This design comes from an exercise in tuning for small area on the open sky130 flow, not from production work. RTL that was checked went through simulation tests only; none was proved equivalent to the original.

## m_long_unit
module m_long_unit (
    input  wire        clk,
    input  wire        rst,         
    input  wire        issue,
    input  wire [1:0]  op,
    input  wire [63:0] a,
    input  wire [63:0] b,
    input  wire        dvs_we,      
    input  wire [8:0]  dvs_wdata,
    output wire        ready,
    output reg         done,
    output reg  [63:0] qt,
    output reg  [63:0] rm,
    output reg         rd_we,
    output reg  [63:0] rd_data,
    output wire [8:0]  dvs,
    output reg         fault,
    output reg  [1:0]  fault_cause
);
For scale: roughly 5,000 cells after synthesis, about 41,000 µm² of cells after synthesis.
Settings: LEC_CHECK=0, CAP_MARGIN=20, CORE_MARGIN=2, CORE_UTILIZATION=50, PLACE_DENSITY=0.6, SLEW_MARGIN=20; clock period 16.0 ns.
run.sh (not shown) runs the stock make flow with config.mk's settings and CLKGATE_MAP_FILE= SYNTH_SCRIPT=/design/flow/synth_recipe.tcl, a recipe that flattens the netlist after the stock synthesis.
Edit:
--- a/flow/design.v
+++ b/flow/design.v
@@ -81,55 +81,38 @@
     wire [63:0] n  = cneg(a, na);
     wire pa = na && !(|(ax[63:1] & ~ax[62:0]));
     wire pb = nb && !(|(bx[63:1] & ~bx[62:0]));
     wire [6:0] lz_a = lzc64(ax);
     wire [6:0] lz_b = lzc64(bx);
     wire [7:0] q_raw = {1'b0, lz_b} - {1'b0, lz_a} + {7'd0, pa} - {7'd0, pb} + 8'd1;
     wire [6:0] q     = q_raw[7] ? 7'd0 : q_raw[6:0];
     wire       bzero = (b == 64'd0);
     wire [4:0] s4    = (q + 7'd3) >> 2;           
-    reg  [3:0] wsel;
     reg  [4:0] c3;
-    integer u, mm, kk, lo, hi, best, bsel;
+    integer u;
     always @* begin
-        wsel = 4'd0;
-        c3   = 5'd0;
-        for (u = 1; u < 64; u = u + 1) begin
-            best = 99;
-            bsel = 0;
-            lo   = 3 * ((u + 2) / 3);
-            hi   = 15 + 3 * ((u + 3) / 4);
-            if (hi > 63) hi = 63;
-            for (mm = 0; mm < 16; mm = mm + 1) begin
-                kk = (mm % 2) * 6 + ((mm / 2) % 2) * 12 + ((mm / 4) % 2) * 15 + ((mm / 8) % 2) * 42;
-                if (kk >= lo && kk <= hi && kk < best) begin
-                    best = kk;
-                    bsel = mm;
-                end
-            end
-            if (q == u) begin
-                wsel = bsel[3:0];
-                c3   = best / 3;
-            end
-        end
+        c3 = 5'd0;
+        for (u = 1; u < 64; u = u + 1)
+            if (q == u) c3 = (u + 2) / 3;
     end
     wire       divs  = is_div && !bzero;
     wire       q64   = divs && q[6];
-    wire [3:0] ws    = divs ? wsel : 4'd0;
     wire [4:0] cs    = divs ? c3 : 5'd0;
-    wire [63:0] r1 = ws[0] ? {n[5:0],   n[63:6]}   : n;
-    wire [63:0] r2 = ws[1] ? {r1[11:0], r1[63:12]} : r1;
-    wire [63:0] r3 = ws[2] ? {r2[14:0], r2[63:15]} : r2;
-    wire [63:0] rot = ws[3] ? {r3[41:0], r3[63:42]} : r3;
-    wire [63:0] l1 = ws[0] ? 64'hFFFF_FFFF_FFFF_FFFF >> 6 : 64'hFFFF_FFFF_FFFF_FFFF;
-    wire [63:0] l2 = ws[1] ? l1 >> 12 : l1;
-    wire [63:0] l3 = ws[2] ? l2 >> 15 : l2;
-    wire [63:0] lm = q64 ? 64'd0 : (ws[3] ? l3 >> 42 : l3);
+    wire [63:0] r1 = cs[0] ? {n[2:0],   n[63:3]}   : n;
+    wire [63:0] r2 = cs[1] ? {r1[5:0],  r1[63:6]}  : r1;
+    wire [63:0] r3 = cs[2] ? {r2[11:0], r2[63:12]} : r2;
+    wire [63:0] r4 = cs[3] ? {r3[23:0], r3[63:24]} : r3;
+    wire [63:0] rot = cs[4] ? {r4[47:0], r4[63:48]} : r4;
+    wire [63:0] l1 = cs[0] ? {3'd0,  64'hFFFF_FFFF_FFFF_FFFF} >> 3  : 64'hFFFF_FFFF_FFFF_FFFF;
+    wire [63:0] l2 = cs[1] ? l1 >> 6  : l1;
+    wire [63:0] l3 = cs[2] ? l2 >> 12 : l2;
+    wire [63:0] l4 = cs[3] ? l3 >> 24 : l3;
+    wire [63:0] lm = q64 ? 64'd0 : (cs[4] ? l4 >> 48 : l4);
     reg        dec_bad;
     reg [4:0]  sig_a, sig_b;
     integer j;
     always @* begin
         dec_bad = 1'b0;
         sig_a   = 5'd0;
         sig_b   = 5'd0;
         for (j = 0; j < 16; j = j + 1) begin
             if (a[4*j +: 4] > 4'd9 || b[4*j +: 4] > 4'd9) dec_bad = 1'b1;
Fmax fell by 4.6%.
Design area rose by 3.1%.
Critical path depth rose by 11.
Core utilization fell by 0.24 points.
Worst hold slack barely changes.
Setup slack degrades by 0.64 ns.
Clock-buffer cell count rose by 4.
First-iteration DRC count fell by 0.48%.
Routed wire length rose by 7.7%.
No functional check of the RTL was part of the second run of this note.

[afterwards: timing with drivers on the ports]
In the flow no input, the clock included, has a driving cell. The finished layouts below were timed again as built, in two steps. Step 1 assumes that a clkbuf_16 drives the clock port and a buf_2 every other input. Step 2 times the ports against the registers' clock, not the clock port: input delays grow and output delays shrink by t, the midpoint of the rising clock arrivals with the driver on. a / b / c = ideal ports / drivers / drivers and shift; a / b = the first two.
run | t (ns) | slack for setup (ns) | hold slack, ns | worst setup path after step 2 | latest minus earliest clock arrival (ns)
the first run | 0.673 | 2.867 / 2.859 / 2.186 | 0.452 / 0.452 / 0.452 | input to register | 0.027 / 0.027
the second run | 0.663 | 2.227 / 2.227 / 2.041 | 0.452 / 0.452 / 0.452 | input to register | 0.020 / 0.020
After both steps every run listed still meets setup and hold. For the first run, which loses most, drivers alone change the setup slack by -0.008 ns; drivers and shift together by -0.681 ns.
